This is an optimization exercise on Yosys and OpenROAD, whose aim is small area and a short achievable clock period, not a production implementation. In this exercise RTL edits were held to simulation tests only and were not proved equivalent to the original.

==> run a <==
Design lsi_core, start of the top module:
module lsi_core (
    input  wire        clk,
    input  wire        rst,           
    input  wire        start,         
    input  wire        stop,          
    input  wire [12:0] pc_init,       
    input  wire [3:0]  seq_id,        
    input  wire [31:0] mbox_in,       
    output wire        imem_en,
    output wire [12:0] imem_addr,     
    input  wire [31:0] imem_rdata,    
    output reg         dmem_en,
    output reg         dmem_we,
    output reg  [3:0]  dmem_be,
    output reg  [12:0] dmem_addr,     
    output reg  [31:0] dmem_wdata,
    input  wire [31:0] dmem_rdata,    
    output reg  [2:0]  state,
    output reg         halted,
    output reg  [2:0]  fault_code,
    output reg  [12:0] fault_pc,
    output reg  [4:0]  flags,         
    output reg  [3:0]  depth,
    output reg         evt_valid,
    output reg  [2:0]  evt_num,
    output reg  [31:0] mbox_out
);
export LEC_CHECK = 0
export ABC_AREA = 1
export CAP_MARGIN = 20
export CORE_MARGIN = 2
export CORE_UTILIZATION = 55
export PLACE_DENSITY = 0.68
export SETUP_SLACK_MARGIN = 4
export SLEW_MARGIN = 20
export TNS_END_PERCENT = 0
create_clock -name core_clock -period 11.0 [get_ports {clk}]
run.sh (not shown) runs the stock make flow with config.mk's settings and CLKGATE_MAP_FILE= SYNTH_SCRIPT=/design/flow/synth_recipe.tcl, a recipe that flattens the netlist after the stock synthesis.
==> inputs of run b, as changes to run a <==
--- a/flow/design.v
+++ b/flow/design.v
@@ -32,11 +32,11 @@
     localparam F_ILLEGAL  = 3'd1;
     localparam F_MISALIGN = 3'd2;
     localparam F_ADDR     = 3'd3;
     localparam F_STACK    = 3'd4;
     localparam F_SREG     = 3'd5;
-    reg [31:0] g [1:15];
+    reg [31:0] gn [1:15];       
     reg [12:0] stack [0:7];
     reg [12:0] fpc;
     reg        ex_valid;
     reg        phase;
     reg        p2_load;        
@@ -102,12 +102,12 @@
     integer r;
     always @(*) begin
         ta[0] = 32'd0;
         tp[0] = 32'd0;
         for (r = 1; r < 16; r = r + 1) begin
-            ta[r] = g[r] & {32{ra == r}};
-            tp[r] = g[r] & {32{rsel == r}};
+            ta[r] = ~gn[r] & {32{ra == r}};
+            tp[r] = ~gn[r] & {32{rsel == r}};
         end
         for (r = 0; r < 8; r = r + 1) begin
             ta[r] = ta[2*r] | ta[2*r+1];
             tp[r] = tp[2*r] | tp[2*r+1];
         end
@@ -125,14 +125,15 @@
     wire exec = run && ex_valid && !phase && !stop_pend;
     wire        imm_sx = (op == 6'h10) || (op == 6'h17);
     wire        is_imm = op[4];
     wire [31:0] opb = imm_sx ? imm_s : is_imm ? imm_z : vp;
     wire        do_sub = op_sub || op_cmp || op_minu || op_maxu;
+    wire [31:0] ar_x = va | {32{op_dbnz}};
     wire [31:0] ar_y = do_sub ? ~opb : opb;
-    wire [32:0] ar = {1'b0, va} + {1'b0, ar_y} + {32'd0, do_sub};
+    wire [32:0] ar = {1'b0, ar_x} + {1'b0, ar_y} + {32'd0, do_sub};
     wire        ar_c = ar[32];          
-    wire        ar_z = &(~(va ^ ar_y ^ {va[30:0] | ar_y[30:0], do_sub}));
+    wire        ar_z = &(~(ar_x ^ ar_y ^ {ar_x[30:0] | ar_y[30:0], do_sub}));
     wire [4:0]  shamt = op_ext ? ins[13:9] : opb[4:0];
     reg  [31:0] va_rev;
     integer k;
     always @(*)
         for (k = 0; k < 32; k = k + 1) va_rev[k] = va[31 - k];
@@ -150,11 +151,10 @@
     always @(*) begin
         clz_res = 6'd32;
         for (k = 0; k < 32; k = k + 1)
             if (va[k]) clz_res = 6'd31 - k[5:0];
     end
-    wire [31:0] dbnz_val = vp - 32'd1;
     wire        va_z = (va == 32'd0);
     wire        vp_z = (vp == 32'd0);
     wire [15:0] ea_lo = {1'b0, va[14:0]} + {1'b0, imm[14:0]};
     wire [16:0] hx = va[31:15];
     wire [16:0] hy = {{14{imm[17]}}, imm[17:15]};
@@ -205,24 +205,22 @@
     wire f_stack = (op_call && stk_full) || (op_ret && stk_empty);
     wire f_sreg  = (op_rds && rds_bad) || (op_wrs && wrs_bad);
     wire [2:0] fcode = f_ill ? F_ILLEGAL : f_addr ? F_ADDR : f_mis ? F_MISALIGN :
                        f_stack ? F_STACK : F_SREG;
     wire fault = exec && (f_ill || f_addr || f_mis || f_stack || f_sreg);
-    wire        s_ar = op_add || op_sub || op_cmp;
+    wire        s_ar = op_add || op_sub || op_cmp || op_dbnz;
     wire [31:0] oth_val =
         ({32{op_and}} & (va & opb)) |
         ({32{op_or}}  & (va | opb)) |
         ({32{op_xor}} & (va ^ opb)) |
         ({32{op_shl | op_shr}} & sh_res) |
         ({32{op_ext}} & (sh_out[32:1] & ext_msk));
     wire [31:0] wr_val =
         ({32{s_ar}} & ar[31:0]) | oth_val |
-        ({32{op_minu}} & (ar_c ? vp : va)) |
-        ({32{op_maxu}} & (ar_c ? va : vp)) |
+        ({32{op_minu | op_maxu}} & ((ar_c ^ op_maxu) ? vp : va)) |
         ({32{op_clz}}  & {26'd0, clz_res}) |
         ({32{op_lui}}  & {imm, 14'd0}) |
-        ({32{op_dbnz}} & dbnz_val) |
         ({32{op_rds}}  & sreg_rval);
     wire wr_en  = op_add || op_sub || op_and || op_or || op_xor || op_shl || op_shr ||
                   op_minu || op_maxu || op_ext || op_clz || op_lui || op_dbnz ||
                   (op_rds && !rds_bad);
     wire set_n  = op_add || op_sub || op_cmp || op_and || op_or || op_xor || op_shl ||
@@ -232,11 +230,11 @@
     wire new_c  = (op_shl || op_shr) ? sh_c : ar_c;
     wire new_z  = (s_ar & ar_z) | (op_minu & (va_z | vp_z)) | (op_maxu & va_z & vp_z) |
                   (op_clz & va[31]) |
                   ((op_and | op_or | op_xor | op_shl | op_shr | op_ext) & (oth_val == 32'd0));
     wire new_n  = wr_val[31];
-    wire dbnz_tk  = (rd != 4'd0) && (vp != 32'd1);
+    wire dbnz_tk  = (rd != 4'd0) && !ar_z;       
     wire redirect = (op_br && cond_ok) || (op_dbnz && dbnz_tk) || (op_call && !stk_full) ||
                     (op_ret && !stk_empty) || op_jr;
     wire [12:0] redir_pc = ({13{op_ret}} & stack[depth[2:0] - 3'd1]) |
                            ({13{op_jr}}  & va[14:2]) |
                            ({13{!op_ret && !op_jr}} & tgt);
@@ -287,11 +285,11 @@
         if (rf_clr) flags_nx = 5'd0;
     end
     integer i;
     always @(posedge clk) begin
         for (i = 1; i < 16; i = i + 1)
-            if (rf_clr || (rf_we && rf_wa == i)) g[i] <= rf_wdc;
+            if (rf_clr || (rf_we && rf_wa == i)) gn[i] <= ~rf_wdc;
         if (exec && op_call && !stk_full) stack[depth[2:0]] <= fpc;
         mul_a <= va;
         mul_b <= vp;
         p2_load <= is_load;
         p2_mul  <= op_mul;
==> flow/flow/run.sh (new file) <==
#!/bin/bash
# Layout flow: the standard layout (standard.sh: the standard synthesis,
# floorplan, placement, CTS, routing and finish), with one change: the port
# buffers that global placement inserts on every input and output are the
# platform's smallest buffer (sky130_fd_sc_hd__buf_1). Timing repair resizes
# them later where a path needs it. The make output goes to standard.log here;
# each ORFS step also keeps its own log under orfs/logs.
set -euo pipefail
cd "$(dirname "$0")/.."
export BUFFER_PORTS_ARGS="-buffer_cell sky130_fd_sc_hd__buf_1"
bash standard.sh > standard.log 2>&1
==> flow/standard.sh (new file) <==
#!/bin/bash
# synth_recipe.tcl (not shown) runs the flow's synth.tcl, then flattens the netlist and writes it again
# the make line also repeats each setting of config.mk as NAME=value (left out here)
make -C /OpenROAD-flow-scripts/flow DESIGN_CONFIG=/design/flow/config.mk WORK_HOME=/design/flow/orfs CLKGATE_MAP_FILE= SYNTH_SCRIPT=/design/flow/synth_recipe.tcl "${@:-finish}"
--- a/flow/config.mk
+++ b/flow/config.mk
@@ -7,9 +7,11 @@
 export LEC_CHECK = 0
 export ABC_AREA = 1
 export CAP_MARGIN = 20
 export CORE_MARGIN = 2
 export CORE_UTILIZATION = 55
+export CTS_BUF_LIST = sky130_fd_sc_hd__clkbuf_8
+export CTS_CLUSTER_SIZE = 30
 export PLACE_DENSITY = 0.68
 export SETUP_SLACK_MARGIN = 4
 export SLEW_MARGIN = 20
 export TNS_END_PERCENT = 0
removed: flow/run.sh
==> inputs of run c, as changes to run a <==
--- a/flow/design.v
+++ b/flow/design.v
@@ -32,11 +32,11 @@
     localparam F_ILLEGAL  = 3'd1;
     localparam F_MISALIGN = 3'd2;
     localparam F_ADDR     = 3'd3;
     localparam F_STACK    = 3'd4;
     localparam F_SREG     = 3'd5;
-    reg [31:0] g [1:15];
+    reg [31:0] gn [1:15];       
     reg [12:0] stack [0:7];
     reg [12:0] fpc;
     reg        ex_valid;
     reg        phase;
     reg        p2_load;        
@@ -102,12 +102,12 @@
     integer r;
     always @(*) begin
         ta[0] = 32'd0;
         tp[0] = 32'd0;
         for (r = 1; r < 16; r = r + 1) begin
-            ta[r] = g[r] & {32{ra == r}};
-            tp[r] = g[r] & {32{rsel == r}};
+            ta[r] = ~gn[r] & {32{ra == r}};
+            tp[r] = ~gn[r] & {32{rsel == r}};
         end
         for (r = 0; r < 8; r = r + 1) begin
             ta[r] = ta[2*r] | ta[2*r+1];
             tp[r] = tp[2*r] | tp[2*r+1];
         end
@@ -125,14 +125,15 @@
     wire exec = run && ex_valid && !phase && !stop_pend;
     wire        imm_sx = (op == 6'h10) || (op == 6'h17);
     wire        is_imm = op[4];
     wire [31:0] opb = imm_sx ? imm_s : is_imm ? imm_z : vp;
     wire        do_sub = op_sub || op_cmp || op_minu || op_maxu;
+    wire [31:0] ar_x = va | {32{op_dbnz}};
     wire [31:0] ar_y = do_sub ? ~opb : opb;
-    wire [32:0] ar = {1'b0, va} + {1'b0, ar_y} + {32'd0, do_sub};
+    wire [32:0] ar = {1'b0, ar_x} + {1'b0, ar_y} + {32'd0, do_sub};
     wire        ar_c = ar[32];          
-    wire        ar_z = &(~(va ^ ar_y ^ {va[30:0] | ar_y[30:0], do_sub}));
+    wire        ar_z = &(~(ar_x ^ ar_y ^ {ar_x[30:0] | ar_y[30:0], do_sub}));
     wire [4:0]  shamt = op_ext ? ins[13:9] : opb[4:0];
     reg  [31:0] va_rev;
     integer k;
     always @(*)
         for (k = 0; k < 32; k = k + 1) va_rev[k] = va[31 - k];
@@ -150,11 +151,10 @@
     always @(*) begin
         clz_res = 6'd32;
         for (k = 0; k < 32; k = k + 1)
             if (va[k]) clz_res = 6'd31 - k[5:0];
     end
-    wire [31:0] dbnz_val = vp - 32'd1;
     wire        va_z = (va == 32'd0);
     wire        vp_z = (vp == 32'd0);
     wire [15:0] ea_lo = {1'b0, va[14:0]} + {1'b0, imm[14:0]};
     wire [16:0] hx = va[31:15];
     wire [16:0] hy = {{14{imm[17]}}, imm[17:15]};
@@ -205,24 +205,22 @@
     wire f_stack = (op_call && stk_full) || (op_ret && stk_empty);
     wire f_sreg  = (op_rds && rds_bad) || (op_wrs && wrs_bad);
     wire [2:0] fcode = f_ill ? F_ILLEGAL : f_addr ? F_ADDR : f_mis ? F_MISALIGN :
                        f_stack ? F_STACK : F_SREG;
     wire fault = exec && (f_ill || f_addr || f_mis || f_stack || f_sreg);
-    wire        s_ar = op_add || op_sub || op_cmp;
+    wire        s_ar = op_add || op_sub || op_cmp || op_dbnz;
     wire [31:0] oth_val =
         ({32{op_and}} & (va & opb)) |
         ({32{op_or}}  & (va | opb)) |
         ({32{op_xor}} & (va ^ opb)) |
         ({32{op_shl | op_shr}} & sh_res) |
         ({32{op_ext}} & (sh_out[32:1] & ext_msk));
     wire [31:0] wr_val =
         ({32{s_ar}} & ar[31:0]) | oth_val |
-        ({32{op_minu}} & (ar_c ? vp : va)) |
-        ({32{op_maxu}} & (ar_c ? va : vp)) |
+        ({32{op_minu | op_maxu}} & ((ar_c ^ op_maxu) ? vp : va)) |
         ({32{op_clz}}  & {26'd0, clz_res}) |
         ({32{op_lui}}  & {imm, 14'd0}) |
-        ({32{op_dbnz}} & dbnz_val) |
         ({32{op_rds}}  & sreg_rval);
     wire wr_en  = op_add || op_sub || op_and || op_or || op_xor || op_shl || op_shr ||
                   op_minu || op_maxu || op_ext || op_clz || op_lui || op_dbnz ||
                   (op_rds && !rds_bad);
     wire set_n  = op_add || op_sub || op_cmp || op_and || op_or || op_xor || op_shl ||
@@ -232,11 +230,11 @@
     wire new_c  = (op_shl || op_shr) ? sh_c : ar_c;
     wire new_z  = (s_ar & ar_z) | (op_minu & (va_z | vp_z)) | (op_maxu & va_z & vp_z) |
                   (op_clz & va[31]) |
                   ((op_and | op_or | op_xor | op_shl | op_shr | op_ext) & (oth_val == 32'd0));
     wire new_n  = wr_val[31];
-    wire dbnz_tk  = (rd != 4'd0) && (vp != 32'd1);
+    wire dbnz_tk  = (rd != 4'd0) && !ar_z;       
     wire redirect = (op_br && cond_ok) || (op_dbnz && dbnz_tk) || (op_call && !stk_full) ||
                     (op_ret && !stk_empty) || op_jr;
     wire [12:0] redir_pc = ({13{op_ret}} & stack[depth[2:0] - 3'd1]) |
                            ({13{op_jr}}  & va[14:2]) |
                            ({13{!op_ret && !op_jr}} & tgt);
@@ -287,11 +285,11 @@
         if (rf_clr) flags_nx = 5'd0;
     end
     integer i;
     always @(posedge clk) begin
         for (i = 1; i < 16; i = i + 1)
-            if (rf_clr || (rf_we && rf_wa == i)) g[i] <= rf_wdc;
+            if (rf_clr || (rf_we && rf_wa == i)) gn[i] <= ~rf_wdc;
         if (exec && op_call && !stk_full) stack[depth[2:0]] <= fpc;
         mul_a <= va;
         mul_b <= vp;
         p2_load <= is_load;
         p2_mul  <= op_mul;
--- a/flow/config.mk
+++ b/flow/config.mk
@@ -7,9 +7,11 @@
 export LEC_CHECK = 0
 export ABC_AREA = 1
 export CAP_MARGIN = 20
 export CORE_MARGIN = 2
 export CORE_UTILIZATION = 55
+export CTS_BUF_LIST = sky130_fd_sc_hd__clkbuf_8
+export CTS_CLUSTER_SIZE = 30
 export PLACE_DENSITY = 0.68
 export SETUP_SLACK_MARGIN = 4
 export SLEW_MARGIN = 20
 export TNS_END_PERCENT = 0
==> run summary <==
Run b went through all stages and came out clean. Run c ran to the end with no violations. Run a finished with timing, DRC and antenna clean.
Of run c and run a, run c has the higher first-iteration DRC count (gap about 2.4%, measured against run a).
Against run a, the die area of run b is lower by 4.4%.
Global-route usage: run b is higher than run c (0.56 points).
Area after synthesis: run a is higher than run c (about 4.7%).
Final cell count: run c < run b < run a.

==> separate check: timing with driven ports <==
The flow's constraints put no driver on any port. The routed layouts listed below were extracted and timed again, unchanged, in two steps.
Step 1 sets driving cells, clkbuf_16 on the clock port and buf_2 on the other inputs (assumed; they add their load-dependent delay and slew).
Step 2 adds t to the input delays and takes it off the output delays; t is the mean of the earliest and latest rising clock arrival at the registers after step 1. Input paths then give back, and output paths get back, about the clock's delay inside the block.
a / b / c = ideal ports / drivers / drivers and shift; a / b = the first two.
run	shift t [ns]	setup slack, ns	worst register clock-pin slew, ns	worst slew at a driven data input, ns
run a	0.788	2.844 / 2.878 / 2.089	0.08 / 0.08	0.12
run b	0.926	2.953 / 2.915 / 2.079	0.08 / 0.08	0.09
run c	0.966	3.009 / 2.999 / 2.092	0.08 / 0.08	0.06
After both steps setup and hold are still met in every run listed. For run c, which loses most, drivers alone change the setup slack by -0.010 ns; drivers and shift together by -0.917 ns.
